What follows belongs to an exercise in optimizing a design on an open flow for small area, a short achievable clock period and few clock cycles per item; a production flow would make more cautious choices. Function was checked by simulation only, so behaviour that the tests miss may differ from the original.

==> config.mk <==
export PLATFORM = sky130hd
export DESIGN_NAME = kw_unwrap
export DESIGN_NICKNAME = kw_unwrap
export VERILOG_FILES = /design/flow/design.v
export SDC_FILE = /design/flow/constraint.sdc
export NUM_CORES = 8
export LEC_CHECK = 0
export CAP_MARGIN = 20
export CORE_MARGIN = 2
export CORE_UTILIZATION = 25
export SETUP_SLACK_MARGIN = 1.5
export SLEW_MARGIN = 20
export SYNTH_HIERARCHICAL = 1
==> constraint.sdc <==
create_clock -name core_clock -period 8.0 [get_ports {clk}]
set_input_delay 1.6000 -clock core_clock [delete_from_list [all_inputs] [get_ports {clk}]]
set_output_delay 1.6000 -clock core_clock [all_outputs]
set_load 0.01 [all_outputs]
==> design.v <==
module aes_sbox (
    input  wire [7:0] a,
    output wire [7:0] y
);
    wire t0, t1, t2, t3, t4, t5, t6, t7, t8, t9, t10, t11, t12, t13, t14, t15, t16, t17, t18, t19, t20, t21, t22, t23, t24, t25, t26, t27, t28, t29, t30, M1, M2, M3, M4, M5, M6, M7, M8, M9, M10, M11, M12, M13, M14, M15, M16, M17, M18, M19, M20, M21, M22, M23, M46, M47, M48, M49, M50, M51, M52, M53, M54, M55, M56, M57, M58, M59, M60, M61, M62, M63, b0, b1, b2, b3, b4, b5, b6, b7, b8, b9, b10, b11, b12, b13, b14, b15, b16, b17, b18, b19, b20, b21, b22, b23, b24, b25, b26, b27, b28, b29, b30, b31, b32, b33, b34, b35, b36, M37, M38, M39, M40, M41, M42, M43, M44, M45;
    sx2 g0 (.a(a[1]), .b(a[3]), .y(t0));
    sx2 g1 (.a(a[5]), .b(a[6]), .y(t1));
    sx2 g2 (.a(a[2]), .b(a[7]), .y(t2));
    sx2 g3 (.a(a[0]), .b(t1), .y(t3));
    sx2 g4 (.a(a[4]), .b(a[7]), .y(t4));
    sx2 g5 (.a(t0), .b(t4), .y(t5));
    sx2 g6 (.a(a[6]), .b(t0), .y(t6));
    sx2 g7 (.a(a[5]), .b(t2), .y(t7));
    sx2 g8 (.a(a[2]), .b(a[4]), .y(t8));
    sx2 g9 (.a(a[2]), .b(a[5]), .y(t9));
    sx2 g10 (.a(a[1]), .b(a[4]), .y(t10));
    sx2 g11 (.a(a[1]), .b(a[7]), .y(t11));
    sx2 g12 (.a(a[0]), .b(a[2]), .y(t12));
    sx2 g13 (.a(t2), .b(t10), .y(t13));
    sx2 g14 (.a(a[4]), .b(t2), .y(t14));
    sx2 g15 (.a(a[1]), .b(t2), .y(t15));
    sx2 g16 (.a(t1), .b(t8), .y(t16));
    sx2 g17 (.a(t0), .b(t9), .y(t17));
    sx2 g18 (.a(a[3]), .b(t7), .y(t18));
    sx2 g19 (.a(a[0]), .b(t5), .y(t19));
    sx2 g20 (.a(a[4]), .b(t7), .y(t20));
    sx2 g21 (.a(t1), .b(t5), .y(t21));
    sx2 g22 (.a(t3), .b(t15), .y(t22));
    sx2 g23 (.a(t6), .b(t14), .y(t23));
    sx2 g24 (.a(t0), .b(t7), .y(t24));
    sx2 g25 (.a(a[2]), .b(t6), .y(t25));
    sx2 g26 (.a(t0), .b(t16), .y(t26));
    sx2 g27 (.a(t6), .b(t12), .y(t27));
    sx2 g28 (.a(a[7]), .b(t3), .y(t28));
    sx2 g29 (.a(a[1]), .b(t3), .y(t29));
    sx2 g30 (.a(a[4]), .b(t3), .y(t30));
    snand2 g31 (.a(t13), .b(t5), .y(M1));
    snand2 g32 (.a(t22), .b(t19), .y(M2));
    sxn2 g33 (.a(t23), .b(M1), .y(M3));
    snand2 g34 (.a(t30), .b(a[0]), .y(M4));
    sx2 g35 (.a(M4), .b(M1), .y(M5));
    snand2 g36 (.a(t11), .b(t17), .y(M6));
    snand2 g37 (.a(t29), .b(t3), .y(M7));
    sxn2 g38 (.a(t18), .b(M6), .y(M8));
    snand2 g39 (.a(t28), .b(t27), .y(M9));
    sx2 g40 (.a(M9), .b(M6), .y(M10));
    snand2 g41 (.a(t4), .b(t25), .y(M11));
    snand2 g42 (.a(t8), .b(t20), .y(M12));
    sx2 g43 (.a(M12), .b(M11), .y(M13));
    snand2 g44 (.a(t2), .b(t21), .y(M14));
    sx2 g45 (.a(M14), .b(M11), .y(M15));
    sxn2 g46 (.a(M3), .b(M2), .y(M16));
    sx2 g47 (.a(M5), .b(t26), .y(M17));
    sxn2 g48 (.a(M8), .b(M7), .y(M18));
    sx2 g49 (.a(M10), .b(M15), .y(M19));
    sx2 g50 (.a(M16), .b(M13), .y(M20));
    sx2 g51 (.a(M17), .b(M15), .y(M21));
    sx2 g52 (.a(M18), .b(M13), .y(M22));
    sx2 g53 (.a(M19), .b(t24), .y(M23));
    gf16_inv_0000_000000000 u_inv (.d({M23, M22, M21, M20}), .m({M45, M44, M43, M42, M41, M40, M39, M38, M37}));
    snand2 g54 (.a(M44), .b(t5), .y(M46));
    snand2 g55 (.a(M40), .b(t19), .y(M47));
    snand2 g56 (.a(M39), .b(a[0]), .y(M48));
    snand2 g57 (.a(M43), .b(t17), .y(M49));
    snand2 g58 (.a(M38), .b(t3), .y(M50));
    snand2 g59 (.a(M37), .b(t27), .y(M51));
    snand2 g60 (.a(M42), .b(t25), .y(M52));
    snand2 g61 (.a(M45), .b(t20), .y(M53));
    snand2 g62 (.a(M41), .b(t21), .y(M54));
    snand2 g63 (.a(M44), .b(t13), .y(M55));
    snand2 g64 (.a(M40), .b(t22), .y(M56));
    snand2 g65 (.a(M39), .b(t30), .y(M57));
    snand2 g66 (.a(M43), .b(t11), .y(M58));
    snand2 g67 (.a(M38), .b(t29), .y(M59));
    snand2 g68 (.a(M37), .b(t28), .y(M60));
    snand2 g69 (.a(M42), .b(t4), .y(M61));
    snand2 g70 (.a(M45), .b(t8), .y(M62));
    snand2 g71 (.a(M41), .b(t2), .y(M63));
    sx2 g72 (.a(M56), .b(M61), .y(b0));
    sxn2 g73 (.a(M62), .b(b0), .y(b1));
    sx2 g74 (.a(M46), .b(M49), .y(b2));
    sx2 g75 (.a(M54), .b(M58), .y(b3));
    sx2 g76 (.a(M50), .b(M53), .y(b4));
    sx2 g77 (.a(M48), .b(M60), .y(b5));
    sx2 g78 (.a(M51), .b(M59), .y(b6));
    sx2 g79 (.a(M47), .b(M50), .y(b7));
    sxn2 g80 (.a(M55), .b(b7), .y(b8));
    sx2 g81 (.a(M46), .b(M52), .y(b9));
    sxn2 g82 (.a(M61), .b(b6), .y(b10));
    sxn2 g83 (.a(M62), .b(b10), .y(b11));
    sx2 g84 (.a(b3), .b(b5), .y(b12));
    sxn2 g85 (.a(M55), .b(b1), .y(b13));
    sx2 g86 (.a(M48), .b(M51), .y(b14));
    sx2 g87 (.a(M61), .b(M63), .y(b15));
    sx2 g88 (.a(M48), .b(M58), .y(b16));
    sx2 g89 (.a(M49), .b(M52), .y(b17));
    sxn2 g90 (.a(M57), .b(b2), .y(b18));
    sx2 g91 (.a(M47), .b(M53), .y(b19));
    sx2 g92 (.a(b2), .b(b8), .y(b20));
    sx2 g93 (.a(b8), .b(b14), .y(b21));
    sx2 g94 (.a(b9), .b(b15), .y(b22));
    sx2 g95 (.a(b2), .b(b16), .y(b23));
    sxn2 g96 (.a(b12), .b(b22), .y(b24));
    sxn2 g97 (.a(b11), .b(b23), .y(b25));
    sx2 g98 (.a(b1), .b(b21), .y(b26));
    sx2 g99 (.a(b4), .b(b17), .y(b27));
    sx2 g100 (.a(b1), .b(b12), .y(b28));
    sx2 g101 (.a(b4), .b(b11), .y(b29));
    sx2 g102 (.a(b9), .b(b19), .y(b30));
    sx2 g103 (.a(b1), .b(b20), .y(b31));
    sx2 g104 (.a(b4), .b(b18), .y(b32));
    sxn2 g105 (.a(b13), .b(b30), .y(b33));
    sx2 g106 (.a(b28), .b(b32), .y(b34));
    sxn2 g107 (.a(b3), .b(b29), .y(b35));
    sx2 g108 (.a(b13), .b(b27), .y(b36));
    assign y[7] = b36;
    assign y[6] = b33;
    assign y[5] = b24;
    assign y[4] = b31;
    assign y[3] = b26;
    assign y[2] = b34;
    assign y[1] = b35;
    assign y[0] = b25;
endmodule
module sx2 (input wire a, input wire b, output wire y);
    assign y = a ^ b;
endmodule
module sxn2 (input wire a, input wire b, output wire y);
    assign y = ~(a ^ b);
endmodule
module snand2 (input wire a, input wire b, output wire y);
    assign y = ~(a & b);
endmodule
module snor2 (input wire a, input wire b, output wire y);
    assign y = ~(a | b);
endmodule
module skx (input wire a, input wire g, input wire s, output wire y);
    assign y = a ^ (g & s);
endmodule
module gf16_inv_0000_000000000 (
    input  wire [3:0] d,
    output wire [8:0] m
);
    assign m[0] = (d[0] & d[1]) | (d[1] & ~d[3]) | (d[0] & ~d[2] & d[3]) | (d[0] & d[2] & ~d[3]);
    assign m[1] = (d[1] & d[2]) | (~d[0] & d[1]) | (d[0] & d[2] & d[3]) | (d[0] & ~d[1] & ~d[2] & ~d[3]);
    assign m[2] = (~d[1] & d[3]) | (d[2] & d[3]) | (~d[0] & d[1] & d[2]) | (d[0] & ~d[1] & d[2]);
    assign m[3] = (~d[2] & d[3]) | (d[0] & d[3]) | (d[0] & d[1] & d[2]) | (~d[0] & ~d[1] & d[2] & ~d[3]);
    assign m[4] = (~d[0] & d[1] & ~d[3]) | (~d[1] & ~d[2] & d[3]) | (~d[0] & d[1] & d[2]) | (d[0] & ~d[1] & ~d[2]) | (d[0] & ~d[2] & d[3]) | (~d[0] & d[2] & ~d[3]);
    assign m[5] = (d[0] & d[1] & ~d[2]) | (~d[1] & d[2] & d[3]) | (~d[0] & ~d[1] & d[3]) | (d[0] & d[1] & ~d[3]) | (d[1] & ~d[2] & ~d[3]) | (~d[0] & d[2] & d[3]);
    assign m[6] = (d[0] & ~d[1]) | (d[0] & ~d[2]) | (~d[0] & d[1] & d[3]);
    assign m[7] = (~d[0] & d[2]) | (d[2] & ~d[3]) | (d[1] & ~d[2] & d[3]);
    assign m[8] = (~d[1] & d[2] & d[3]) | (d[0] & d[1] & ~d[3]) | (d[0] & ~d[1] & ~d[2]) | (~d[0] & d[2] & ~d[3]);
endmodule
module gf16_inv_0000_111110011 (
    input  wire [3:0] d,
    output wire [8:0] m
);
    assign m[0] = (~d[0] & ~d[1]) | (~d[0] & d[3]) | (~d[1] & ~d[2] & ~d[3]) | (~d[1] & d[2] & d[3]);
    assign m[1] = (~d[0] & ~d[1]) | (d[0] & d[1] & ~d[2]) | (~d[1] & ~d[2] & d[3]) | (~d[1] & d[2] & ~d[3]);
    assign m[2] = (d[1] & ~d[2]) | (~d[2] & ~d[3]) | (~d[0] & ~d[1] & ~d[3]) | (d[0] & d[1] & ~d[3]);
    assign m[3] = (~d[2] & ~d[3]) | (~d[0] & d[1] & ~d[3]) | (~d[0] & d[2] & d[3]) | (d[0] & ~d[1] & ~d[3]);
    assign m[4] = (d[0] & d[2]) | (~d[1] & d[2] & d[3]) | (d[0] & d[1] & ~d[3]) | (~d[0] & d[1] & ~d[2] & d[3]) | (~d[0] & ~d[1] & ~d[2] & ~d[3]);
    assign m[5] = (d[0] & d[1] & ~d[2]) | (~d[1] & d[2] & d[3]) | (~d[0] & ~d[1] & d[3]) | (d[0] & d[1] & ~d[3]) | (d[1] & ~d[2] & ~d[3]) | (~d[0] & d[2] & d[3]);
    assign m[6] = (d[0] & ~d[1]) | (d[0] & ~d[2]) | (~d[0] & d[1] & d[3]);
    assign m[7] = (~d[2] & ~d[3]) | (~d[1] & ~d[2]) | (d[0] & d[2] & d[3]);
    assign m[8] = (d[1] & d[3]) | (~d[0] & ~d[2]) | (d[0] & ~d[1] & d[2] & ~d[3]);
endmodule
module aes_inv_sbox (
    input  wire [7:0] a,
    output wire [7:0] y
);
    wire t0, t1, t2, t3, t4, t5, t6, t7, t8, t9, t10, t11, t12, t13, t14, t15, t16, t17, t18, t19, t20, t21, t22, t23, t24, t25, t26, t27, t28, t29, M1, M2, M3, M4, M5, M6, M7, M8, M9, M10, M11, M12, M13, M14, M15, M16, M17, M18, M19, M20, M21, M22, M23, M46, M47, M48, M49, M50, M51, M52, M53, M54, M55, M56, M57, M58, M59, M60, M61, M62, M63, b0, b1, b2, b3, b4, b5, b6, b7, b8, b9, b10, b11, b12, b13, b14, b15, b16, b17, b18, b19, b20, b21, b22, b23, b24, b25, b26, b27, b28, b29, b30, b31, b32, b33, b34, b35, b36, b37, b38, b39, M37, M38, M39, M40, M41, M42, M43, M44, M45;
    sx2 g0 (.a(a[4]), .b(a[6]), .y(t0));
    sx2 g1 (.a(a[0]), .b(a[1]), .y(t1));
    sx2 g2 (.a(a[3]), .b(a[4]), .y(t2));
    sx2 g3 (.a(a[3]), .b(a[6]), .y(t3));
    sx2 g4 (.a(a[2]), .b(a[7]), .y(t4));
    sx2 g5 (.a(t0), .b(t1), .y(t5));
    sx2 g6 (.a(a[6]), .b(a[7]), .y(t6));
    sx2 g7 (.a(a[7]), .b(t0), .y(t7));
    sx2 g8 (.a(t1), .b(t3), .y(t8));
    sx2 g9 (.a(a[0]), .b(a[7]), .y(t9));
    sx2 g10 (.a(a[1]), .b(a[2]), .y(t10));
    sx2 g11 (.a(a[0]), .b(a[5]), .y(t11));
    sx2 g12 (.a(a[0]), .b(a[3]), .y(t12));
    sx2 g13 (.a(a[1]), .b(a[5]), .y(t13));
    sx2 g14 (.a(a[2]), .b(a[5]), .y(t14));
    sxn2 g15 (.a(a[4]), .b(a[7]), .y(t15));
    sx2 g16 (.a(a[5]), .b(t4), .y(t16));
    sx2 g17 (.a(t1), .b(t2), .y(t17));
    sx2 g18 (.a(t1), .b(t6), .y(t18));
    sxn2 g19 (.a(t3), .b(t9), .y(t19));
    sx2 g20 (.a(t2), .b(t10), .y(t20));
    sx2 g21 (.a(a[5]), .b(t2), .y(t21));
    sx2 g22 (.a(a[0]), .b(t2), .y(t22));
    sx2 g23 (.a(t0), .b(t11), .y(t23));
    sxn2 g24 (.a(t3), .b(t13), .y(t24));
    sxn2 g25 (.a(t0), .b(t14), .y(t25));
    sxn2 g26 (.a(t4), .b(t5), .y(t26));
    sx2 g27 (.a(t4), .b(t8), .y(t27));
    sxn2 g28 (.a(a[5]), .b(t5), .y(t28));
    sx2 g29 (.a(a[3]), .b(t7), .y(t29));
    snor2 g30 (.a(t18), .b(t25), .y(M1));
    snor2 g31 (.a(t15), .b(t7), .y(M2));
    sxn2 g32 (.a(t27), .b(M1), .y(M3));
    snor2 g33 (.a(t5), .b(t16), .y(M4));
    sx2 g34 (.a(M4), .b(M1), .y(M5));
    snand2 g35 (.a(t17), .b(t24), .y(M6));
    snor2 g36 (.a(t0), .b(t22), .y(M7));
    sx2 g37 (.a(t23), .b(M6), .y(M8));
    snor2 g38 (.a(t8), .b(t28), .y(M9));
    sxn2 g39 (.a(M9), .b(M6), .y(M10));
    snand2 g40 (.a(t2), .b(t26), .y(M11));
    snor2 g41 (.a(t29), .b(t20), .y(M12));
    sxn2 g42 (.a(M12), .b(M11), .y(M13));
    snor2 g43 (.a(t6), .b(t19), .y(M14));
    sxn2 g44 (.a(M14), .b(M11), .y(M15));
    sx2 g45 (.a(M3), .b(M2), .y(M16));
    sxn2 g46 (.a(M5), .b(t12), .y(M17));
    sx2 g47 (.a(M8), .b(M7), .y(M18));
    sx2 g48 (.a(M10), .b(M15), .y(M19));
    sx2 g49 (.a(M16), .b(M13), .y(M20));
    sx2 g50 (.a(M17), .b(M15), .y(M21));
    sx2 g51 (.a(M18), .b(M13), .y(M22));
    sxn2 g52 (.a(M19), .b(t21), .y(M23));
    gf16_inv_0000_111110011 u_inv (.d({M23, M22, M21, M20}), .m({M45, M44, M43, M42, M41, M40, M39, M38, M37}));
    snor2 g53 (.a(M44), .b(t25), .y(M46));
    snor2 g54 (.a(M40), .b(t7), .y(M47));
    snor2 g55 (.a(M39), .b(t16), .y(M48));
    snand2 g56 (.a(M43), .b(t24), .y(M49));
    snor2 g57 (.a(M38), .b(t22), .y(M50));
    snor2 g58 (.a(M37), .b(t28), .y(M51));
    snand2 g59 (.a(M42), .b(t26), .y(M52));
    snor2 g60 (.a(M45), .b(t20), .y(M53));
    snor2 g61 (.a(M41), .b(t19), .y(M54));
    snor2 g62 (.a(M44), .b(t18), .y(M55));
    snor2 g63 (.a(M40), .b(t15), .y(M56));
    snor2 g64 (.a(M39), .b(t5), .y(M57));
    snand2 g65 (.a(M43), .b(t17), .y(M58));
    snor2 g66 (.a(M38), .b(t0), .y(M59));
    snor2 g67 (.a(M37), .b(t8), .y(M60));
    snand2 g68 (.a(M42), .b(t2), .y(M61));
    snor2 g69 (.a(M45), .b(t29), .y(M62));
    snor2 g70 (.a(M41), .b(t6), .y(M63));
    sx2 g71 (.a(M52), .b(M61), .y(b0));
    sx2 g72 (.a(M50), .b(b0), .y(b1));
    sxn2 g73 (.a(M54), .b(M58), .y(b2));
    sx2 g74 (.a(M62), .b(b2), .y(b3));
    sx2 g75 (.a(M59), .b(b1), .y(b4));
    sx2 g76 (.a(M48), .b(M56), .y(b5));
    sx2 g77 (.a(M47), .b(M60), .y(b6));
    sx2 g78 (.a(b5), .b(b6), .y(b7));
    sx2 g79 (.a(M57), .b(M63), .y(b8));
    sx2 g80 (.a(M46), .b(M51), .y(b9));
    sxn2 g81 (.a(M49), .b(b7), .y(b10));
    sx2 g82 (.a(M51), .b(M59), .y(b11));
    sx2 g83 (.a(M48), .b(M59), .y(b12));
    sx2 g84 (.a(M55), .b(M63), .y(b13));
    sx2 g85 (.a(M49), .b(M58), .y(b14));
    sxn2 g86 (.a(M58), .b(b5), .y(b15));
    sxn2 g87 (.a(M49), .b(b11), .y(b16));
    sxn2 g88 (.a(M55), .b(M61), .y(b17));
    sx2 g89 (.a(M46), .b(b12), .y(b18));
    sx2 g90 (.a(b8), .b(b15), .y(b19));
    sx2 g91 (.a(M47), .b(b9), .y(b20));
    sx2 g92 (.a(M53), .b(b14), .y(b21));
    sx2 g93 (.a(b0), .b(b16), .y(b22));
    sx2 g94 (.a(b0), .b(b18), .y(b23));
    sx2 g95 (.a(M53), .b(b9), .y(b24));
    sx2 g96 (.a(M54), .b(b13), .y(b25));
    sx2 g97 (.a(b8), .b(b17), .y(b26));
    sx2 g98 (.a(M57), .b(b3), .y(b27));
    sx2 g99 (.a(b10), .b(b25), .y(b28));
    sx2 g100 (.a(M62), .b(b21), .y(b29));
    sx2 g101 (.a(b1), .b(b10), .y(b30));
    sx2 g102 (.a(b19), .b(b24), .y(b31));
    sx2 g103 (.a(b3), .b(b22), .y(b32));
    sx2 g104 (.a(b3), .b(b20), .y(b33));
    sx2 g105 (.a(b3), .b(b23), .y(b34));
    sx2 g106 (.a(b4), .b(b28), .y(b35));
    sx2 g107 (.a(b4), .b(b31), .y(b36));
    sx2 g108 (.a(b4), .b(b33), .y(b37));
    sx2 g109 (.a(b4), .b(b29), .y(b38));
    sx2 g110 (.a(b27), .b(b30), .y(b39));
    assign y[7] = b32;
    assign y[6] = b35;
    assign y[5] = b39;
    assign y[4] = b34;
    assign y[3] = b36;
    assign y[2] = b37;
    assign y[1] = b38;
    assign y[0] = b26;
endmodule
module aes_inv_mixcol (
    input  wire [31:0] c,
    output wire [31:0] y
);
    wire m0, m1, m2, m3, m4, m5, m6, m7, m8, m9, m10, m11, m12, m13, m14, m15, m16, m17, m18, m19, m20, m21, m22, m23, m24, m25, m26, m27, m28, m29, m30, m31, m32, m33, m34, m35, m36, m37, m38, m39, m40, m41, m42, m43, m44, m45, m46, m47, m48, m49, m50, m51, m52, m53, m54, m55, m56, m57, m58, m59, m60, m61, m62, m63, m64, m65, m66, m67, m68, m69, m70, m71, m72, m73, m74, m75, m76, m77, m78, m79, m80, m81, m82, m83, m84, m85, m86, m87, m88, m89, m90, m91, m92, m93, m94, m95, m96, m97, m98, m99, m100, m101, m102, m103, m104, m105, m106, m107, m108, m109, m110, m111, m112, m113, m114, m115, m116, m117, m118, m119, m120, m121, m122, m123, m124, m125, m126, m127, m128, m129, m130, m131, m132, m133, m134, m135, m136, m137, m138, m139, m140, m141, m142, m143, m144, m145, m146, m147, m148, m149, m150, m151, m152, m153, m154, m155, m156, m157, m158, m159, m160, m161, m162, m163, m164, m165, m166, m167, m168, m169, m170, m171, m172, m173, m174, m175;
    sx2 x0 (.a(c[5]), .b(c[21]), .y(m0));
    sx2 x1 (.a(c[13]), .b(c[29]), .y(m1));
    sx2 x2 (.a(c[6]), .b(c[22]), .y(m2));
    sx2 x3 (.a(c[14]), .b(c[30]), .y(m3));
    sx2 x4 (.a(m0), .b(m1), .y(m4));
    sx2 x5 (.a(c[15]), .b(c[31]), .y(m5));
    sx2 x6 (.a(c[23]), .b(c[27]), .y(m6));
    sx2 x7 (.a(c[7]), .b(c[11]), .y(m7));
    sx2 x8 (.a(c[18]), .b(m3), .y(m8));
    sx2 x9 (.a(c[26]), .b(m2), .y(m9));
    sx2 x10 (.a(c[8]), .b(m4), .y(m10));
    sx2 x11 (.a(c[4]), .b(c[20]), .y(m11));
    sx2 x12 (.a(c[0]), .b(c[16]), .y(m12));
    sx2 x13 (.a(c[1]), .b(c[17]), .y(m13));
    sx2 x14 (.a(c[3]), .b(c[19]), .y(m14));
    sx2 x15 (.a(c[9]), .b(c[25]), .y(m15));
    sx2 x16 (.a(c[12]), .b(c[28]), .y(m16));
    sx2 x17 (.a(c[2]), .b(c[10]), .y(m17));
    sx2 x18 (.a(m6), .b(m7), .y(m18));
    sx2 x19 (.a(m5), .b(m14), .y(m19));
    sx2 x20 (.a(m8), .b(m9), .y(m20));
    sx2 x21 (.a(c[23]), .b(c[24]), .y(m21));
    sx2 x22 (.a(c[24]), .b(m12), .y(m22));
    sx2 x23 (.a(m4), .b(m15), .y(m23));
    sx2 x24 (.a(c[15]), .b(m13), .y(m24));
    sx2 x25 (.a(m11), .b(m16), .y(m25));
    sx2 x26 (.a(m18), .b(m19), .y(m26));
    sx2 x27 (.a(m17), .b(m20), .y(m27));
    sx2 x28 (.a(m10), .b(m22), .y(m28));
    sx2 x29 (.a(c[7]), .b(c[31]), .y(m29));
    sx2 x30 (.a(c[3]), .b(c[31]), .y(m30));
    sx2 x31 (.a(c[7]), .b(c[15]), .y(m31));
    sx2 x32 (.a(m2), .b(m21), .y(m32));
    sx2 x33 (.a(c[31]), .b(m3), .y(m33));
    sx2 x34 (.a(m13), .b(m30), .y(m34));
    sx2 x35 (.a(c[19]), .b(m24), .y(m35));
    sx2 x36 (.a(c[23]), .b(m25), .y(m36));
    sx2 x37 (.a(c[7]), .b(c[8]), .y(m37));
    sx2 x38 (.a(m3), .b(m11), .y(m38));
    sx2 x39 (.a(c[10]), .b(m11), .y(m39));
    sx2 x40 (.a(m14), .b(m15), .y(m40));
    sx2 x41 (.a(m2), .b(m29), .y(m41));
    sx2 x42 (.a(c[2]), .b(m16), .y(m42));
    sx2 x43 (.a(m2), .b(m16), .y(m43));
    sx2 x44 (.a(m3), .b(m31), .y(m44));
    sx2 x45 (.a(m5), .b(m12), .y(m45));
    sx2 x46 (.a(m0), .b(m5), .y(m46));
    sx2 x47 (.a(c[17]), .b(m17), .y(m47));
    sx2 x48 (.a(m0), .b(m18), .y(m48));
    sx2 x49 (.a(m8), .b(m42), .y(m49));
    sx2 x50 (.a(m1), .b(m19), .y(m50));
    sx2 x51 (.a(m7), .b(m34), .y(m51));
    sx2 x52 (.a(m9), .b(m39), .y(m52));
    sx2 x53 (.a(m23), .b(m52), .y(m53));
    sx2 x54 (.a(m23), .b(m49), .y(m54));
    sx2 x55 (.a(c[5]), .b(c[12]), .y(m55));
    sx2 x56 (.a(c[14]), .b(c[21]), .y(m56));
    sx2 x57 (.a(c[13]), .b(c[28]), .y(m57));
    sx2 x58 (.a(c[6]), .b(c[30]), .y(m58));
    sx2 x59 (.a(c[6]), .b(c[21]), .y(m59));
    sx2 x60 (.a(c[1]), .b(c[9]), .y(m60));
    sx2 x61 (.a(c[12]), .b(c[29]), .y(m61));
    sx2 x62 (.a(c[21]), .b(c[28]), .y(m62));
    sx2 x63 (.a(c[15]), .b(c[26]), .y(m63));
    sx2 x64 (.a(c[5]), .b(c[29]), .y(m64));
    sx2 x65 (.a(c[10]), .b(c[25]), .y(m65));
    sx2 x66 (.a(c[7]), .b(c[14]), .y(m66));
    sx2 x67 (.a(c[22]), .b(c[30]), .y(m67));
    sx2 x68 (.a(c[13]), .b(c[30]), .y(m68));
    sx2 x69 (.a(c[16]), .b(c[24]), .y(m69));
    sx2 x70 (.a(c[10]), .b(c[18]), .y(m70));
    sx2 x71 (.a(c[0]), .b(c[25]), .y(m71));
    sx2 x72 (.a(c[6]), .b(c[14]), .y(m72));
    sx2 x73 (.a(c[0]), .b(c[15]), .y(m73));
    sx2 x74 (.a(c[2]), .b(c[11]), .y(m74));
    sx2 x75 (.a(c[1]), .b(c[16]), .y(m75));
    sx2 x76 (.a(c[0]), .b(c[17]), .y(m76));
    sx2 x77 (.a(c[9]), .b(c[16]), .y(m77));
    sx2 x78 (.a(c[27]), .b(m2), .y(m78));
    sx2 x79 (.a(m21), .b(m37), .y(m79));
    sx2 x80 (.a(c[22]), .b(m66), .y(m80));
    sx2 x81 (.a(c[12]), .b(m6), .y(m81));
    sx2 x82 (.a(c[25]), .b(m37), .y(m82));
    sx2 x83 (.a(m1), .b(m67), .y(m83));
    sx2 x84 (.a(c[20]), .b(m6), .y(m84));
    sx2 x85 (.a(c[20]), .b(m55), .y(m85));
    sx2 x86 (.a(m6), .b(m17), .y(m86));
    sx2 x87 (.a(m1), .b(m29), .y(m87));
    sx2 x88 (.a(c[4]), .b(m62), .y(m88));
    sx2 x89 (.a(c[2]), .b(m60), .y(m89));
    sx2 x90 (.a(c[23]), .b(m12), .y(m90));
    sx2 x91 (.a(c[20]), .b(m57), .y(m91));
    sx2 x92 (.a(c[13]), .b(m59), .y(m92));
    sx2 x93 (.a(c[4]), .b(m61), .y(m93));
    sx2 x94 (.a(c[22]), .b(m64), .y(m94));
    sx2 x95 (.a(c[29]), .b(m56), .y(m95));
    sx2 x96 (.a(m13), .b(m71), .y(m96));
    sx2 x97 (.a(c[5]), .b(m68), .y(m97));
    sx2 x98 (.a(c[9]), .b(m3), .y(m98));
    sx2 x99 (.a(m15), .b(m75), .y(m99));
    sx2 x100 (.a(m21), .b(m76), .y(m100));
    sx2 x101 (.a(c[4]), .b(m7), .y(m101));
    sx2 x102 (.a(m7), .b(m63), .y(m102));
    sx2 x103 (.a(m6), .b(m74), .y(m103));
    sx2 x104 (.a(c[1]), .b(m65), .y(m104));
    sx2 x105 (.a(m8), .b(m102), .y(m105));
    sx2 x106 (.a(m8), .b(m47), .y(m106));
    sx2 x107 (.a(m79), .b(m89), .y(m107));
    sx2 x108 (.a(m33), .b(m40), .y(m108));
    sx2 x109 (.a(m38), .b(m94), .y(m109));
    sx2 x110 (.a(m32), .b(m73), .y(m110));
    sx2 x111 (.a(m41), .b(m69), .y(m111));
    sx2 x112 (.a(m4), .b(m24), .y(m112));
    sx2 x113 (.a(m4), .b(m22), .y(m113));
    sx2 x114 (.a(m9), .b(m45), .y(m114));
    sx2 x115 (.a(m33), .b(m90), .y(m115));
    sx2 x116 (.a(m31), .b(m83), .y(m116));
    sx2 x117 (.a(m47), .b(m98), .y(m117));
    sx2 x118 (.a(m70), .b(m78), .y(m118));
    sx2 x119 (.a(m38), .b(m92), .y(m119));
    sx2 x120 (.a(m33), .b(m100), .y(m120));
    sx2 x121 (.a(m41), .b(m96), .y(m121));
    sx2 x122 (.a(m32), .b(m82), .y(m122));
    sx2 x123 (.a(m43), .b(m95), .y(m123));
    sx2 x124 (.a(m46), .b(m80), .y(m124));
    sx2 x125 (.a(m43), .b(m97), .y(m125));
    sx2 x126 (.a(m32), .b(m77), .y(m126));
    sx2 x127 (.a(m46), .b(m58), .y(m127));
    sx2 x128 (.a(m72), .b(m87), .y(m128));
    sx2 x129 (.a(m45), .b(m104), .y(m129));
    sx2 x130 (.a(m44), .b(m99), .y(m130));
    sx2 x131 (.a(m34), .b(m84), .y(m131));
    sx2 x132 (.a(m9), .b(m103), .y(m132));
    sx2 x133 (.a(m23), .b(m120), .y(m133));
    sx2 x134 (.a(m36), .b(m127), .y(m134));
    sx2 x135 (.a(m114), .b(m117), .y(m135));
    sx2 x136 (.a(m36), .b(m128), .y(m136));
    sx2 x137 (.a(m35), .b(m81), .y(m137));
    sx2 x138 (.a(m26), .b(m109), .y(m138));
    sx2 x139 (.a(m25), .b(m124), .y(m139));
    sx2 x140 (.a(m20), .b(m129), .y(m140));
    sx2 x141 (.a(m50), .b(m85), .y(m141));
    sx2 x142 (.a(m10), .b(m121), .y(m142));
    sx2 x143 (.a(m35), .b(m132), .y(m143));
    sx2 x144 (.a(m48), .b(m93), .y(m144));
    sx2 x145 (.a(m10), .b(m110), .y(m145));
    sx2 x146 (.a(m86), .b(m108), .y(m146));
    sx2 x147 (.a(m10), .b(m111), .y(m147));
    sx2 x148 (.a(c[28]), .b(m51), .y(m148));
    sx2 x149 (.a(m50), .b(m88), .y(m149));
    sx2 x150 (.a(m10), .b(m130), .y(m150));
    sx2 x151 (.a(m112), .b(m126), .y(m151));
    sx2 x152 (.a(m40), .b(m105), .y(m152));
    sx2 x153 (.a(m20), .b(m107), .y(m153));
    sx2 x154 (.a(m51), .b(m118), .y(m154));
    sx2 x155 (.a(m26), .b(m119), .y(m155));
    sx2 x156 (.a(m36), .b(m116), .y(m156));
    sx2 x157 (.a(m26), .b(m125), .y(m157));
    sx2 x158 (.a(m35), .b(m101), .y(m158));
    sx2 x159 (.a(m48), .b(m91), .y(m159));
    sx2 x160 (.a(m106), .b(m122), .y(m160));
    sx2 x161 (.a(m10), .b(m115), .y(m161));
    sx2 x162 (.a(m44), .b(m113), .y(m162));
    sx2 x163 (.a(m26), .b(m123), .y(m163));
    sx2 x164 (.a(m28), .b(m152), .y(m164));
    sx2 x165 (.a(m28), .b(m154), .y(m165));
    sx2 x166 (.a(m27), .b(m149), .y(m166));
    sx2 x167 (.a(m53), .b(m148), .y(m167));
    sx2 x168 (.a(m53), .b(m137), .y(m168));
    sx2 x169 (.a(m27), .b(m141), .y(m169));
    sx2 x170 (.a(m27), .b(m159), .y(m170));
    sx2 x171 (.a(m27), .b(m144), .y(m171));
    sx2 x172 (.a(m28), .b(m143), .y(m172));
    sx2 x173 (.a(m54), .b(m158), .y(m173));
    sx2 x174 (.a(m54), .b(m131), .y(m174));
    sx2 x175 (.a(m28), .b(m146), .y(m175));
    assign y[0] = m147;
    assign y[1] = m133;
    assign y[2] = m140;
    assign y[3] = m172;
    assign y[4] = m174;
    assign y[5] = m166;
    assign y[6] = m138;
    assign y[7] = m134;
    assign y[8] = m162;
    assign y[9] = m142;
    assign y[10] = m153;
    assign y[11] = m175;
    assign y[12] = m167;
    assign y[13] = m171;
    assign y[14] = m157;
    assign y[15] = m136;
    assign y[16] = m145;
    assign y[17] = m150;
    assign y[18] = m135;
    assign y[19] = m165;
    assign y[20] = m173;
    assign y[21] = m169;
    assign y[22] = m155;
    assign y[23] = m139;
    assign y[24] = m161;
    assign y[25] = m151;
    assign y[26] = m160;
    assign y[27] = m164;
    assign y[28] = m168;
    assign y[29] = m170;
    assign y[30] = m163;
    assign y[31] = m156;
endmodule
module kw_unwrap (
    input  wire         clk,
    input  wire         rst,       
    input  wire         start,     
    input  wire [127:0] kek,       
    input  wire [191:0] wrapped,   
    output wire         busy,
    output wire         done,      
    output wire         ok,        
    output wire [127:0] key        
);
    localparam [63:0] KW_IV = 64'hA6A6A6A6A6A6A6A6;
    reg         busy_r;
    reg         done_r;
    reg         kexp;     
    reg         first;    
    reg         step12;   
    reg [3:0]   rnd;      
    reg [3:0]   t;        
    reg [127:0] st;       
    reg [63:0]  ro;       
    reg [127:0] rk;       
    reg [127:0] kl;       
    wire accept = start && !busy_r;
    genvar gb, gc, gr;
    wire last   = !kexp && (rnd == 4'd0);
    assign busy = busy_r;
    assign done = done_r;
    assign ok   = (st[127:64] == KW_IV);
    assign key  = {st[63:0], ro};
    wire [31:0]  w0 = rk[127:96];
    wire [31:0]  w1 = rk[95:64];
    wire [31:0]  w2 = rk[63:32];
    wire [31:0]  w3 = rk[31:0];
    wire [31:0]  v3 = w3 ^ w2;    
    wire [31:0]  v2 = w2 ^ w1;
    wire [31:0]  v1 = w1 ^ w0;
    wire [31:0]  rot = {v3[23:0], v3[31:24]};
    wire [31:0]  sw_out;
    generate
        for (gb = 0; gb < 4; gb = gb + 1) begin : g_sbox
            aes_sbox u_sbox (.a(rot[8*gb +: 8]), .y(sw_out[8*gb +: 8]));
        end
    endgenerate
    wire [9:0]   rd = {rnd == 4'd9, rnd == 4'd8, rnd == 4'd7, rnd == 4'd6, rnd == 4'd5,
                       rnd == 4'd4, rnd == 4'd3, rnd == 4'd2, rnd == 4'd1, rnd == 4'd0};
    wire [7:0]   rcon = {rd[7], rd[6], rd[5] | rd[9], rd[4] | rd[8] | rd[9],
                         rd[3] | rd[8], rd[2] | rd[9], rd[1] | rd[8] | rd[9], rd[0] | rd[8]};
    wire [31:0]  temp = sw_out ^ {rcon, 24'h000000};
    wire [31:0]  n0 = w0 ^ temp;
    wire         fin = kexp && (rnd == 4'd9);    
    wire [31:0]  n2 = v2 ^ n0;
    wire [127:0] key_step = {n0, v1 ^ (temp & {32{kexp}}), v2 ^ (n0 & {32{kexp}}),
                             v3 ^ (n2 & {32{fin}})};
    wire [127:0] key_prev = {n0, v1, v2, v3};
    wire [127:0] blk = (step12 ? {kl[127:64] ^ 64'd12, kl[63:0]}
                               : {st[127:64] ^ {60'd0, t}, ro}) ^ rk;
    wire [127:0] imc;
    generate
        for (gc = 0; gc < 4; gc = gc + 1) begin : g_imc
            aes_inv_mixcol u_imc (.c(st[32*gc +: 32]), .y(imc[32*gc +: 32]));
        end
    endgenerate
    wire [127:0] x = first ? blk : imc;
    wire [127:0] isr;
    generate
        for (gc = 0; gc < 4; gc = gc + 1) begin : g_col
            for (gr = 0; gr < 4; gr = gr + 1) begin : g_row
                assign isr[127 - 8*(gr + 4*((gc + gr) % 4)) -: 8] =
                       x[127 - 8*(gr + 4*gc) -: 8];
            end
        end
    endgenerate
    wire [127:0] isb;
    generate
        for (gb = 0; gb < 16; gb = gb + 1) begin : g_isbox
            aes_inv_sbox u_isbox (.a(isr[8*gb +: 8]), .y(isb[8*gb +: 8]));
        end
    endgenerate
    wire [127:0] ark = isb ^ key_prev;
    always @(posedge clk) begin
        if (rst) begin
            busy_r <= 1'b0;
            done_r <= 1'b0;
            kexp   <= 1'b0;
            first  <= 1'b0;
            step12 <= 1'b0;
        end else begin
            done_r <= 1'b0;
            if (accept) begin
                busy_r <= 1'b1;
                kexp   <= 1'b1;
                first  <= 1'b0;
                step12 <= 1'b1;
                rnd    <= 4'd0;
                t      <= 4'd12;
            end else if (busy_r) begin
                if (kexp) begin
                    if (rnd == 4'd9) begin
                        kexp  <= 1'b0;
                        first <= 1'b1;
                    end else begin
                        rnd <= rnd + 4'd1;
                    end
                end else begin
                    first <= (rnd == 4'd0) && (t != 4'd1);
                    if (rnd == 4'd0) begin
                        rnd    <= 4'd9;
                        t      <= t - 4'd1;
                        step12 <= 1'b0;
                        if (t == 4'd1) begin
                            busy_r <= 1'b0;
                            done_r <= 1'b1;
                        end
                    end else begin
                        rnd <= rnd - 4'd1;
                    end
                end
            end
        end
    end
    always @(posedge clk) begin
        if (accept)
            rk <= {kek[127:32], kek[63:32] ^ kek[31:0]};
        else if (last)
            rk <= kl;
        else
            rk <= key_step;
    end
    always @(posedge clk) begin
        if (accept)
            kl <= {wrapped[191:128], wrapped[63:0]};
        else if (first && step12)
            kl <= rk;
    end
    always @(posedge clk) begin
        st <= ark;
        if (accept)
            ro <= wrapped[127:64];
        else if (first && !step12)
            ro <= st[63:0];
    end
endmodule
==> flow/run.sh <==
#!/bin/bash
# The standard layout (the standard.sh: ORFS synthesis to finish), with
# two changes in how it is made:
#  - the port buffers that global placement inserts on every input and
#    output are the smallest buffer (buf_1) instead of clkdlybuf4s50_1;
#  - clock tree synthesis inserts no dummy loads.
# ORFS writes each step's full log under orfs/logs/; make's own output goes
# to flow.log here.
set -euo pipefail
export BUFFER_PORTS_ARGS="-buffer_cell sky130_fd_sc_hd__buf_1"
export CTS_ARGS="-sink_clustering_enable -repair_clock_nets -dont_use_dummy_load"
bash standard.sh finish > flow.log 2>&1
==> standard.sh <==
#!/bin/bash
# synth_recipe.tcl (not shown) runs the flow's synth.tcl, then flattens the netlist and writes it again
# the make line also repeats each setting of config.mk as NAME=value (left out here)
make -C /OpenROAD-flow-scripts/flow DESIGN_CONFIG=/design/flow/config.mk WORK_HOME=/design/flow/orfs CLKGATE_MAP_FILE= SYNTH_SCRIPT=/design/flow/synth_recipe.tcl "${@:-finish}"
==> results by group, run 1 <==
Floorplanning
  • FP Rows: 172
  • IO Count: 454
  • Initial Util: 25.1%
  • DIE WIDTH: 474 µm
  • Full die area: 0.224 mm²
  • Core ar.: 0.220 mm²
  • Die height: 474 µm

Timing
  • Fin worst setup slack: 1.60 ns
  • Hold Fails Final Rpt: 0
  • Max-slew violation count: 0
  • Relative slew slack: 23.9%
  • Fin Clk Skew: 0.115 ns
  • Fin crit share: 80.0%
  • Endpoints failing setup: 0
  • Max Clk Rate: 156 MHz
  • Setup TNS after final layout: 0 ns
  • RSZ-0062 raised after global routing: true
  • Slew at the pin closest to its max-slew limit: 1.13 ns
  • Fin crit period: 6.40 ns

Placed design
  • DP Worst Slack: 0.122 ns
  • Cell total after placement: 9618
  • Routability congestion estimate: 0.995
  • Placed Area: 0.0585 mm²
  • Hpwl dp: 203000 µm
  • Port Buffers: 453

Drt
  • First DRT Iteration DRCs: 4080
  • DR WL/cell: 25.2 µm
  • Post-route DRC violation count: 0
  • Antenna viol nets, final: 0
  • Via count: 46200
  • DRT Pass-1 Iters: 5
  • Final WL: 247000 µm
  • Vias per inst: 4.72

Layout
  • Nets: 7239
  • Design area: 0.0646 mm²
  • Share of layout cells above drive strength 1: 15.6%
  • Layout Cells excl Fill: 9785
  • Final core utilization: 29.4%
  • Area Overhead vs Synth: 17.1%

Clocking
  • Worst skew pair latency: 0.74 ns
  • CTS H-tree depth: 2
  • Clock transition at the registers of the reported paths: 0.07 ns
  • TritonCTS Buffers: 59
  • Clk root buf: clkbuf_16
  • # clock sinks: 461
  • Clk buf depth: 3
  • TritonCTS clock tree: built

Min path
  • Worst Hold Class: register to register

Run status
  • Status: no timing/DRC/antenna violations

Synthesis
  • Synth Flop Type: dfxtp_1
  • Share of flip-flops with an asynchronous set or reset: 0%
  • Post-synth top area cell: xor2_1
  • Synth Cell Area: 0.0552 mm²
  • Yosys reg bits: 461
  • Syn nets: 6976
  • Mapped Cells: 6646
  • Number of synthesized flops with an enable pin: 200
  • Yosys cell types: 71
  • Post-synth top area share: 33.4%
  • Ranking of synthesized cells by area: xor2_1 (33%), xnor2_1 (12%), edfxtp_1 (11%), dfxtp_1 (9.5%), nand2_1 (6.5%)
  • Yosys warnings: 7
  • Commonest cells in the netlist: xor2_1 (2103), nand2_1 (954), xnor2_1 (759)
  • Most instantiated library cell after synthesis: xor2_1
  • Seq/Total Area, Yosys: 20.4%
  • Syn_area_per_cell: 8.30 µm²

GRT
  • Vias in the first global route: 45000
  • GR Util All Layers: 21.0%
  • Antenna violations before repair: 22
  • First-pass GRT wire length: 338000 µm
  • Largest net degree at the start of global routing: 135
  • GRT overflow: 0

Setup path
  • WP data arrival: 6.84 ns
  • Critical Path Fanout Max: 15
  • Worst EP required: 8.44 ns
  • Crit Path Category: register to register
  • Startpoint types: register
  • CP endpoint kind: register

Job
  • MaxCap Viol Count: 0
## kinds of logic (layout without fill, tap and decap cells)
family	count (synthesis)	after routing	synth area share, %
xor gates and xnor gates	2867	2867	45.6
and+or+nand+nor	1744	1744	13.4
AOI/OAI and AO/OA	683	683	8.12
buffers and inverters	627	888	7.31
DFF	461	461	20.4
muxes	257	257	4.95
adders and majority gates	7	7	0.159
other	0	7	0
## per-stage QoR
step	hold slack (ns)
floorplan	0.464
global placement	0.492
detailed placement	0.513
CTS	0.519
global route	0.558
finish	0.530
## modules after synthesis, one instance, submodules excluded
module,cells,flops+latches
aes_sbox,8,0
sx2,1,0
gf16_inv_0000_111110011,36,0
sxn2,1,0
snor2,1,0
kw_unwrap,2718,461
gf16_inv_0000_000000000,37,0
aes_inv_mixcol,32,0
snand2,1,0
aes_inv_sbox,8,0
## flip-flops by register name, summed over array words and instances, names as in the netlist, 4 cells and up
| signal | flops |
|---|---|
| kl | 128 |
| rk | 128 |
| rnd | 4 |
| ro | 64 |
| st | 128 |
| t | 4 |
## repair_timing
action,CTS,global route
pin swaps,27,66
setup buffers,39,62
endpoints found under the setup margin,191,160
hold buffers,0,0
resized for setup,209,344
## worst paths after layout
| path | depth (start not counted) | to | slack, ns | start |
|---|---|---|---|---|
| setup / recovery | 24 | st[61] | 1.60 | st[54] |
| hold / removal | 2 | rk[30] | 0.53 | kl[30] |
| setup reg to reg | 24 | st[61] | 1.60 | st[54] |
| hold reg to reg | 2 | rk[30] | 0.53 | kl[30] |
## cell usage in the layout, fill, tap and decap left out, drive strengths merged, types with 37 or more instances in the layout
cell	count
xor2	2104
nand2	954
buf	789
xnor2	759
nor2	505
dfxtp	261
a21oi	239
edfxtp	200
mux2i	131
mux2	126
o21ai	120
nand2b	61
clkbuf	59
nor2b	57
a211oi	56
o311ai	44
a21boi	40
nand3b	38
inv	37
## critical path: stages (launching register included)
cell	delay [ns]
dfxtp_1	0.55
xor2_2	0.31
xor2_2	0.26
buf_4	0.20
xor2_2	0.30
xor2_2	0.39
xor2_1	0.38
mux2_2	0.36
xor2_1	0.20
xnor2_1	0.18
nand2_1	0.15
xor2_1	0.20
xor2_1	0.20
xor2_1	0.16
buf_4	0.21
nand2b_1	0.15
o31ai_1	0.26
a21oi_1	0.13
nor2_1	0.24
xor2_1	0.20
xor2_1	0.20
xnor2_1	0.20
xor2_1	0.22
xor2_1	0.27
xnor2_2	0.20
## layer usage
layer	vias up	part of all wire (%)	global-route usage, %
li1	21400	-	-
met1	22500	41	26.0
met2	1815	46	34.0
met3	450	6.1	2.82
met4	14	7.6	13.6
met5	-	0.028	0
## cell type report
type | count | area [µm²]
timing repair buffer | 789 | 4320
antenna | 7 | 17.5
sequential | 461 | 11300
clock buffer | 59 | 1480
inverter | 40 | 161
fill | 23300 | 155000
multi-input combinational | 5558 | 43700
tap | 2871 | 3590
Testbench counts, summed over its fixed seeds: cycles 67,072, items 512.
==> inputs of run 2 (changes only) <==
--- a/config.mk
+++ b/config.mk
@@ -9,3 +9,3 @@
 export CORE_MARGIN = 2
-export CORE_UTILIZATION = 25
+export CORE_UTILIZATION = 24
 export SETUP_SLACK_MARGIN = 1.5
==> run 2 against run 1 <==
  * Global-route usage shrank 1.5 points
  * Register-to-register slack gained 0.02 ns
  * Sequential cell count is the same
  * First-iteration DRC count shrank 4.9%
  * Synthesized cell count is the same
  * Highest routed layer unchanged
==> results by group, run 2 <==
Clocking
  • Clock transition at the registers of the reported paths: 0.06 ns (about the same)
  • # clock sinks: 461 (unchanged)
  • Clk root buf: clkbuf_16
  • TritonCTS Buffers: 60 (+1.7%)
  • TritonCTS clock tree: built
  • CTS H-tree depth: 2 (unchanged)
  • Clk buf depth: 3 (unchanged)
  • Worst skew pair latency: 0.74 ns (about the same)

Floorplanning
  • Full die area: 0.234 mm² (+4.1%)
  • FP Rows: 175 (+1.7%)
  • Initial Util: 24.2% (-0.93 points)
  • IO Count: 454 (unchanged)
  • Die height: 483 µm (+2.0%)
  • DIE WIDTH: 483 µm (+2.0%)
  • Core ar.: 0.228 mm² (+3.8%)

Synthesis
  • Mapped Cells: 6646 (unchanged)
  • Post-synth top area cell: xor2_1
  • Most instantiated library cell after synthesis: xor2_1
  • Commonest cells in the netlist: xor2_1 (2103), nand2_1 (954), xnor2_1 (759)
  • Yosys reg bits: 461 (unchanged)
  • Syn nets: 6976 (unchanged)
  • Seq/Total Area, Yosys: 20.4% (unchanged)
  • Syn_area_per_cell: 8.30 µm² (unchanged)
  • Yosys warnings: 7 (unchanged)
  • Yosys cell types: 71 (unchanged)
  • Post-synth top area share: 33.4% (unchanged)
  • Share of flip-flops with an asynchronous set or reset: 0% (unchanged)
  • Synth Cell Area: 0.0552 mm² (unchanged)
  • Number of synthesized flops with an enable pin: 200 (unchanged)
  • Synth Flop Type: dfxtp_1
  • Ranking of synthesized cells by area: xor2_1 (33%), xnor2_1 (12%), edfxtp_1 (11%), dfxtp_1 (9.5%), nand2_1 (6.5%)

Timing
  • Max Clk Rate: 157 MHz (+0.33%)
  • Final Hold Slack: 0.520 ns (-0.00994 ns)
  • Hold Fails Final Rpt: 0 (unchanged)
  • RSZ-0062 raised after global routing: true
  • Relative slew slack: 27.8% (+3.9 points)
  • Endpoints failing setup: 0 (unchanged)
  • Max-slew violation count: 0 (unchanged)
  • Slew at the pin closest to its max-slew limit: 1.08 ns (-0.0499 ns)
  • Fin Clk Skew: 0.100 ns (-0.0146 ns)
  • Fin crit share: 79.8% (-0.26 points)
  • Fin crit period: 6.38 ns (-0.0210 ns)
  • Setup TNS after final layout: 0 ns (unchanged)

GRT
  • GRT overflow: 0 (unchanged)
  • First-pass GRT wire length: 328000 µm (-2.9%)
  • Vias in the first global route: 44000 (-2.4%)
  • Antenna violations before repair: 19 (-14%)
  • Largest net degree at the start of global routing: 122 (-9.6%)
  • GR Util All Layers: 19.5% (-1.5 points)

Drt
  • DR WL/cell: 24.3 µm (-3.8%)
  • Post-route DRC violation count: 0 (unchanged)
  • First DRT Iteration DRCs: 3879 (-4.9%)
  • Via count: 45600 (-1.3%)
  • DRT Pass-1 Iters: 6 (+1)
  • Vias per inst: 4.61 (-2.3%)
  • Final WL: 240000 µm (-2.8%)
  • Antenna viol nets, final: 0 (unchanged)

Layout
  • Commonest non-fill, non-tap cell in the layout: xor2_1
  • Design area: 0.0636 mm² (-1.4%)
  • Area Overhead vs Synth: 15.4%
  • Most frequent cells in the layout: xor2_1 (1862), nand2_1 (953), xnor2_1 (684), nor2_1 (500), buf_1 (453)
  • Share of layout cells above drive strength 1: 13.8% (-1.8 points)
  • Filler instances: 24500 (+4.8%)
  • Top Registers: kl: 128 flops, rk: 128 flops, st: 128 flops
  • Nets: 7202 (-0.51%)

Setup path
  • Worst EP required: 8.52 ns (+0.08 ns)
  • CP endpoint kind: register
  • Startpoint types: register
  • Critical Path Fanout Max: 11 (-4)
  • Crit Path Category: register to register
  • WP data arrival: 6.90 ns (+0.06 ns)

Job
  • MaxCap Viol Count: 0 (unchanged)

Placed design
  • Hpwl dp: 197000 µm (-3.4%)
  • Port Buffers: 453 (unchanged)
  • Routability congestion estimate: 1.03 (+3.3%)
  • Placed Area: 0.0586 mm² (+0.29%)

Run status
  • Status: no timing/DRC/antenna violations

Min path
  • Worst Hold Class: register to register
==> run 2: final timing paths <==
check | from | endpoint | slack [ns] | cells after the start
max | st[54] | st[61] | 1.62 | 22
min | kl[30] | rk[30] | 0.52 | 2
max reg2reg | st[54] | st[61] | 1.62 | 22
min reg2reg | kl[30] | rk[30] | 0.52 | 2
==> run 2: through the flow <==
step | setup slack [ns] | utilization (%) | std cells
6_report | 1.62 | 27.9 | 9885
2_1_floorplan | 1.73 | - | 6646
3_5_place_dp | 0.569 | 25.7 | 9758
3_3_place_gp | 0.605 | 25.7 | 9758
5_1_grt | 1.30 | 27.9 | 9883
4_1_cts | 1.36 | 26.9 | 9840
==> run 2: logic make-up (layout without fill, tap and decap cells) <==
| family | count (synthesis) | count (layout) | share of synthesized area (%) |
|---|---|---|---|
| xor+xnor | 2867 | 2867 | 45.6 |
| buf+inv | 627 | 851 | 7.31 |
| simple gates | 1744 | 1744 | 13.4 |
| compound gates | 683 | 683 | 8.12 |
| other cells | 0 | 6 | 0 |
| mux | 257 | 257 | 4.95 |
| fa+ha+maj | 7 | 7 | 0.159 |
| flops | 461 | 461 | 20.4 |
==> run 2: Yosys stat by module (local to each module, per instance) <==
module	flops+latches	area (µm²)
aes_inv_mixcol	0	240
gf16_inv_0000_111110011	0	235
sxn2	0	8.76
aes_inv_sbox	0	60.1
snor2	0	3.75
kw_unwrap	461	25500
gf16_inv_0000_000000000	0	233
sx2	0	8.76
snand2	0	3.75
aes_sbox	0	60.1
==> run 2: critical path, cell delays in order (launching register included) <==
cell and delay [ns]:
dfxtp_1 0.61, xor2_4 0.31, xor2_2 0.34, xor2_2 0.31, xor2_2 0.36, xor2_1 0.35, mux2_2 0.37, xor2_1 0.19
xnor2_1 0.17, nor2_1 0.11, xor2_1 0.18, xnor2_1 0.33, xor2_2 0.30, buf_4 0.23, nand2_1 0.07, nor2b_1 0.14
o311ai_1 0.38, nor2_1 0.15, xnor2_1 0.20, xor2_1 0.41, xor2_1 0.21, xor2_1 0.12, xnor2_2 0.38
==> run 2: what timing repair did <==
action / in CTS / in global routing
endpoints found under the setup margin: 164 / 158
gates resized for setup: 143 / 280
endpoints found under the hold margin: 0 / 0
pin swaps: 17 / 39
hold buffers: 0 / 0
buffers inserted: 22 / 39
==> run 2: area by class of cell <==
cell class                 instances  area, µm²  share of cell area (%)
sequential                       461      11300                    17.7
antenna                            6       15.0                  0.0236
clock buffer                      60       1500                    2.36
timing repair buffer             751       4060                    6.38
inverter                          40        154                   0.242
tap                             3009       3760                    5.92
multi-input combinational       5558      42900                    67.3
==> run 2: metal layers <==
layer  track usage [%]  wire length (µm)
met1              23.9             96700
met2              30.7            106000
met3              3.64             16800
met4              13.5             19900
met5                 0                62
==> inputs of run 3 (changes only) <==
--- a/config.mk
+++ b/config.mk
@@ -9,3 +9,3 @@
 export CORE_MARGIN = 2
-export CORE_UTILIZATION = 24
+export CORE_UTILIZATION = 26
 export SETUP_SLACK_MARGIN = 1.5
==> run 3 against run 2 <==
  * First-iteration DRC count increased by 3.4%
  * Synthesized area did not move
  * Sequential share of layout area fell by 0.072 points
  * Non-clock buffer count is 45 higher
  * Wire length increased by 1.9%
  * Cell count fell by 1.5%
==> results by group, run 3 <==
Synthesis
  • Share of flip-flops with an asynchronous set or reset: 0% (unchanged)
  • Syn_area_per_cell: 8.30 µm² (unchanged)
  • Synth Flop Type: dfxtp_1
  • Synth Cell Area: 0.0552 mm² (unchanged)
  • Most instantiated library cell after synthesis: xor2_1
  • Syn nets: 6976 (unchanged)
  • Ranking of synthesized cells by area: xor2_1 (33%), xnor2_1 (12%), edfxtp_1 (11%), dfxtp_1 (9.5%), nand2_1 (6.5%)
  • Commonest cells in the netlist: xor2_1 (2103), nand2_1 (954), xnor2_1 (759)
  • Seq/Total Area, Yosys: 20.4% (unchanged)
  • Yosys cell types: 71 (unchanged)
  • Yosys reg bits: 461 (unchanged)
  • Yosys warnings: 7 (unchanged)
  • Mapped Cells: 6646 (unchanged)
  • Post-synth top area cell: xor2_1
  • Number of synthesized flops with an enable pin: 200 (unchanged)
  • Post-synth top area share: 33.4% (unchanged)

Setup path
  • Worst EP required: 8.65 ns (+0.13 ns)
  • Startpoint types: register
  • Crit Path Category: register to register
  • Flop2flop setup slack: 1.60 ns (-0.02 ns)
  • WP data arrival: 7.04 ns (+0.14 ns)
  • Reg2reg start: rk[50]
  • R2r endpoint: rk[27]
  • CP endpoint kind: register
  • Critical Path Fanout Max: 7 (-4)
  • Reg2Reg Depth: 20 (-9.1%)

Floorplanning
  • FP Rows: 169 (-3.4%)
  • Die height: 465 µm (-3.9%)
  • IO Count: 454 (unchanged)
  • Core ar.: 0.211 mm² (-7.2%)
  • Full die area: 0.216 mm² (-7.6%)
  • DIE WIDTH: 465 µm (-3.9%)
  • Initial Util: 26.1% (+1.9 points)

GRT
  • Largest net degree at the start of global routing: 103 (-16%)
  • GR Util All Layers: 21.5% (+2.1 points)
  • Vias in the first global route: 45100 (+2.6%)
  • Antenna violations before repair: 15 (-4)
  • First-pass GRT wire length: 335000 µm (+2.2%)
  • GRT overflow: 0 (unchanged)

Run status
  • Status: no timing/DRC/antenna violations

Timing
  • Fin crit share: 80.0% (+0.24 points)
  • Max-slew violation count: 0 (unchanged)
  • Hold Fails Final Rpt: 0 (unchanged)
  • Fin crit period: 6.40 ns (+0.0191 ns)
  • Max Clk Rate: 156 MHz (-0.30%)
  • RSZ-0062 raised after global routing: true
  • Endpoints failing setup: 0 (unchanged)
  • Slew at the pin closest to its max-slew limit: 1.19 ns (+0.112 ns)
  • Relative slew slack: 19.8% (-8.0 points)
  • Setup TNS after final layout: 0 ns (unchanged)
  • Fin Clk Skew: 0.0810 ns (-0.0192 ns)

Layout
  • Area Overhead vs Synth: 16.0%
  • Seq. cell area: 0.0113 mm² (about the same)
  • Final core utilization: 30.2% (+2.3 points)
  • Top Registers: kl: 128 flops, rk: 128 flops, st: 128 flops
  • Share of layout cells above drive strength 1: 14.6% (+0.81 points)
  • Commonest non-fill, non-tap cell in the layout: xor2_1
  • Multi-input gate area: 0.0431 mm² (+0.46%)
  • Filler instances: 22600 (-7.7%)
  • Layout Cells excl Fill: 9741 (-1.5%)
  • Nets: 7247 (+0.62%)
  • Most frequent cells in the layout: xor2_1 (1847), nand2_1 (952), xnor2_1 (688), nor2_1 (497), buf_1 (453)

Clocking
  • Hold_buf cts: 0 (unchanged)
  • CTS H-tree depth: 2 (unchanged)
  • # clock sinks: 461 (unchanged)
  • Worst skew pair latency: 0.73 ns (about the same)
  • TritonCTS clock tree: built
  • Clk buf depth: 3 (unchanged)
  • TritonCTS Buffers: 59 (-1.7%)
  • Clk root buf: clkbuf_16
  • Clock transition at the registers of the reported paths: 0.06 ns (about the same)

Drt
  • Final WL: 244000 µm (+1.9%)
  • First DRT Iteration DRCs: 4011 (+3.4%)
  • Via count: 46200 (+1.3%)
  • Antenna viol nets, final: 0 (unchanged)
  • Vias per inst: 4.74 (+2.8%)
  • Post-route DRC violation count: 0 (unchanged)
  • DR WL/cell: 25.1 µm (+3.4%)
  • DRT Pass-1 Iters: 6 (unchanged)

Min path
  • Worst Hold Depth: 2 (unchanged)
  • Hold Path Origin: kl[31]
  • Hold Path End: rk[31]
  • Worst Hold Class: register to register

Placed design
  • Hpwl dp: 201000 µm (+2.3%)
  • Routability congestion estimate: 0.991 (-3.6%)
  • Port Buffers: 453 (unchanged)
  • Cell total after placement: 9583 (-1.8%)

Job
  • MaxCap Viol Count: 0 (unchanged)
[run 3: cell counts after synthesis]
No cell type changed its count.
[run 3: cell families after synthesis]
logic type	count (synthesis)	share of synthesized area, %
xor gates and xnor gates	2867	45.6
and+or+nand+nor	1744	13.4
AOI/OAI and AO/OA	683	8.12
buffers and inverters	627	7.31
DFF	461	20.4
muxes	257	4.95
adders and majority gates	7	0.159
[run 3: per-stage QoR]
stage / hold slack, ns / instance area (µm²) / worst slack, ns
6_report: 0.551 / 64000 / 1.60
3_5_place_dp: 0.524 / 58500 / 0.185
5_1_grt: 0.583 / 64000 / 1.31
2_1_floorplan: 0.464 / 55200 / 1.73
4_1_cts: 0.555 / 61500 / 1.37
3_3_place_gp: 0.494 / 58500 / 0.276
[run 3: timing repair]
item | in CTS | in global routing
endpoints found under the setup margin | 188 | 152
gates cloned | 0 | 1
pin swaps | 21 | 51
buffers inserted | 39 | 54
gates resized for setup | 169 | 288
[run 3: worst max-delay path by stage]
stage / cells past startpoint / startpoint / endpoint / slack, ns
global route: 28 / st[125] / st[5] / 1.31
detailed placement: 21 / st[38] / st[109] / 0.19
global placement: 21 / st[38] / st[109] / 0.28
CTS: 23 / st[36] / st[109] / 1.37
finish: 20 / rk[50] / rk[27] / 1.60
floorplan: 5 / first / ro[0] / 1.73
[run 3: worst max-delay path, cell delays in order (launching register included)]
cell,delay [ns]
dfxtp_1,0.44
xnor2_1,0.49
inv_1,0.10
buf_4,0.21
xor2_4,0.27
xor2_1,0.40
xor2_1,0.31
nand2_1,0.10
xor2_1,0.36
xor2_2,0.33
nand2b_1,0.20
o311ai_0,0.54
nand2_1,0.22
xor2_1,0.19
xnor2_1,0.28
xor2_1,0.20
xor2_1,0.32
xor3_1,0.68
mux2i_1,0.29
xnor2_1,0.14
a221oi_2,0.23
[run 3: layer usage]
| metal | share of wire (%) | global-route usage, % | vias up |
|---|---|---|---|
| met5 | 0.023 | 0 | - |
| met4 | 8.2 | 14.9 | 10 |
| met3 | 5.8 | 2.86 | 477 |
| met2 | 45 | 34.2 | 1784 |
| met1 | 41 | 26.9 | 22500 |
| li1 | - | - | 21400 |
[run 3: final cells by class]
type / instances / share of cell area, %
multi-input combinational: 5559 / 67.3
timing repair buffer: 796 / 6.93
antenna: 5 / 0.0196
sequential: 461 / 17.7
tap: 2821 / 5.52
clock buffer: 59 / 2.31
inverter: 40 / 0.241
[run 3: Yosys stat by module (local to each module, per instance)]
| module | copies in the design | flip-flops and latches | cells |
|---|---|---|---|
| snor2 | 336 | 0 | 1 |
| sxn2 | 328 | 0 | 1 |
| gf16_inv_0000_000000000 | 4 | 0 | 37 |
| kw_unwrap | 1 | 461 | 2718 |
| aes_sbox | 4 | 0 | 8 |
| aes_inv_sbox | 16 | 0 | 8 |
| aes_inv_mixcol | 4 | 0 | 32 |
| snand2 | 204 | 0 | 1 |
| gf16_inv_0000_111110011 | 16 | 0 | 36 |
| sx2 | 2048 | 0 | 1 |

-- what the ideal ports hide --
The flow's constraints put no driver on any port. The routed layouts listed below were extracted and timed again, unchanged, in two steps.
Step 1, drivers: a clkbuf_16 drives clk and a buf_2 each remaining input, both assumed.
Step 2 moves the port delays by t, midway between the first and last clock arrival at a register: inputs arrive t later, outputs are due t later. That takes back most of the time a late clock gives input paths.
Slacks: no drivers / after step 1 / after step 2; pairs: no drivers / after step 1.
| run | t (ns) | setup slack, ns | hold WS [ns] | worst setup path at the end | cell pins on the clock port's net |
|---|---|---|---|---|---|
| run 1 | 0.772 | 1.599 / 1.599 / 1.599 | 0.530 / 0.530 / 0.530 | register to register | 1 |
| run 2 | 0.784 | 1.620 / 1.620 / 1.620 | 0.520 / 0.520 / 0.520 | register to register | 1 |
| run 3 | 0.770 | 1.601 / 1.601 / 1.601 | 0.551 / 0.551 / 0.551 | register to register | 1 |
After both steps setup and hold are still met in every run listed.
